Context: an optimization exercise on an open-source flow, tuned for small area. The choices shown serve that exercise and are no tape-out recipe. In this exercise RTL edits were held to simulation tests only and were not proved equivalent to the original. Power figures rest on the tool's default switching activity, not on a simulated workload.

Setup of run Z:
## enc_channel
module enc_channel (
    input  wire        clk,
    input  wire        rst,             
    input  wire        a_in,            
    input  wire        b_in,
    input  wire        z_in,
    input  wire        a_low,           
    input  wire        b_low,
    input  wire        z_low,
    input  wire        en,              
    input  wire [1:0]  cfg_decode,      
    input  wire        cfg_invert,
    input  wire        cfg_z_en,
    input  wire        cfg_z_pol,
    input  wire        cfg_idx_check,
    input  wire        cfg_line_det,
    input  wire [7:0]  cfg_idx_tol,
    input  wire [4:0]  filt_a,          
    input  wire [4:0]  filt_b,
    input  wire [4:0]  filt_z,
    input  wire [24:0] rev_count,       
    input  wire [23:0] idx_exp,         
    input  wire [5:0]  flt_clr,         
    input  wire        cnt_clr,         
    output reg  [23:0] pos,             
    output reg  [31:0] rev,             
    output reg  [31:0] raw,             
    output reg  [31:0] qerr,            
    output reg  [23:0] idx_cap,         
    output reg  [31:0] idx_cnt,         
    output reg  [63:0] edge_till,       
    output reg  [31:0] edge_dt,         
    output reg  [5:0]  flt,             
    output reg         untrusted,       
    output reg         dir,
    output reg         hyst,
    output reg         ev_qburst,       
    output reg  [1:0]  ev_index,        
    output wire [2:0]  ev_line          
);
Settings: LEC_CHECK=0, ABC_AREA=1, CAP_MARGIN=20, CORE_MARGIN=2, CORE_UTILIZATION=70, SLEW_MARGIN=20; clock period 13.0 ns.
standard.sh (not shown) runs the stock make flow with config.mk's settings and CLKGATE_MAP_FILE= SYNTH_SCRIPT=/design/flow/synth_recipe.tcl, a recipe that flattens the netlist after the stock synthesis.
==> flow/flow/run.sh <==
#!/bin/bash
# The standard layout, with buf_1 port buffers and a clock tree of
# clkbuf_16 leaves without dummy loads. Each step's log is in orfs/logs/.
set -euo pipefail
export BUFFER_PORTS_ARGS="-buffer_cell sky130_fd_sc_hd__buf_1"
export CTS_ARGS="-sink_clustering_enable -repair_clock_nets -dont_use_dummy_load -buf_list sky130_fd_sc_hd__clkbuf_16 -sink_clustering_size 30 -sink_clustering_max_diameter 100"
bash standard.sh > standard.log 2>&1
Inputs modified between run Z and run F:
==> flow/flow/run.sh <==
#!/bin/bash
# The standard layout, with buf_1 port buffers and a clock tree of
# clkbuf_8 leaves without dummy loads. Each step's log is in orfs/logs/.
set -euo pipefail
export BUFFER_PORTS_ARGS="-buffer_cell sky130_fd_sc_hd__buf_1"
export CTS_ARGS="-sink_clustering_enable -repair_clock_nets -dont_use_dummy_load -buf_list sky130_fd_sc_hd__clkbuf_8 -sink_clustering_size 16 -sink_clustering_max_diameter 80"
bash standard.sh > standard.log 2>&1
## What came out
Between run F and run Z, the area growth from synthesis to final layout does not differ in any meaningful way. Run F vs. run Z: basic-gate share of the synthesized area counting and, or, nand and nor cells essentially unchanged; overall power decreased 0.029 mW.

---

Starting RTL as in the previous note.
==> flow/config.mk <==
export PLATFORM = sky130hd
export DESIGN_NAME = enc_channel
export DESIGN_NICKNAME = enc_channel
export VERILOG_FILES = /design/flow/design.v
export SDC_FILE = /design/flow/constraint.sdc
export NUM_CORES = 4
export LEC_CHECK = 0
export ABC_AREA = 1
export CAP_MARGIN = 20
export CORE_MARGIN = 2
export CORE_UTILIZATION = 80
export SLEW_MARGIN = 20
==> flow/constraint.sdc <==
create_clock -name core_clock -period 13.0 [get_ports {clk}]
set_input_delay 2.6000 -clock core_clock [delete_from_list [all_inputs] [get_ports {clk}]]
set_output_delay 2.6000 -clock core_clock [all_outputs]
set_load 0.01 [all_outputs]
==> flow/flow/run.sh <==
#!/bin/bash
# The standard layout, with buf_1 port buffers and a clock tree of
# clkbuf_8 leaves without dummy loads. Each step's log is in orfs/logs/.
set -euo pipefail
export BUFFER_PORTS_ARGS="-buffer_cell sky130_fd_sc_hd__buf_1"
export CTS_ARGS="-sink_clustering_enable -repair_clock_nets -dont_use_dummy_load -buf_list sky130_fd_sc_hd__clkbuf_8 -sink_clustering_size 16 -sink_clustering_max_diameter 80"
bash standard.sh > standard.log 2>&1
Next try:
Settings changed: CAP_MARGIN 20 to 0, CORE_UTILIZATION 80 to 70, SLEW_MARGIN 20 to 0.
What happened: The new run completed with no timing, DRC or antenna violations; sequential power is about the same; first-iteration DRC count decreases by a quarter to a third; die area came out higher by roughly a tenth; cell area is about the same.

-- port drivers added, routing unchanged --
The results above use ideal ports. As a check the final layouts listed here were re-extracted and re-timed, cells and wires unchanged.
Step 1 assumes that a clkbuf_16 drives the clock port and a buf_2 every other input.
Step 2 moves the port delays by t, midway between the first and last clock arrival at a register: inputs arrive t later, outputs are due t later. That takes back most of the time a late clock gives input paths.
Three values: ideal, step 1, step 2; two values: the first two.
| run | t (ns) | slack for setup (ns) | latest minus earliest clock arrival (ns) | slew at the worst register clock pin (ns) | pins driven straight from the clock port |
|---|---|---|---|---|---|
| run Z | 0.613 | 1.526 / 1.558 / 0.945 | 0.079 / 0.079 | 0.11 / 0.11 | 1 |
| run F | 0.671 | 1.588 / 1.620 / 0.948 | 0.089 / 0.089 | 0.10 / 0.10 | 1 |
| the first run of note 2 | 0.692 | 1.747 / 1.780 / 1.088 | 0.051 / 0.051 | 0.11 / 0.11 | 1 |
| the second run of note 2 | 0.676 | 1.624 / 1.656 / 0.980 | 0.075 / 0.075 | 0.11 / 0.11 | 1 |
After both steps setup and hold are still met in every run listed. For the first run of note 2, which loses most, drivers alone change the setup slack by +0.033 ns; drivers and shift together by -0.659 ns.
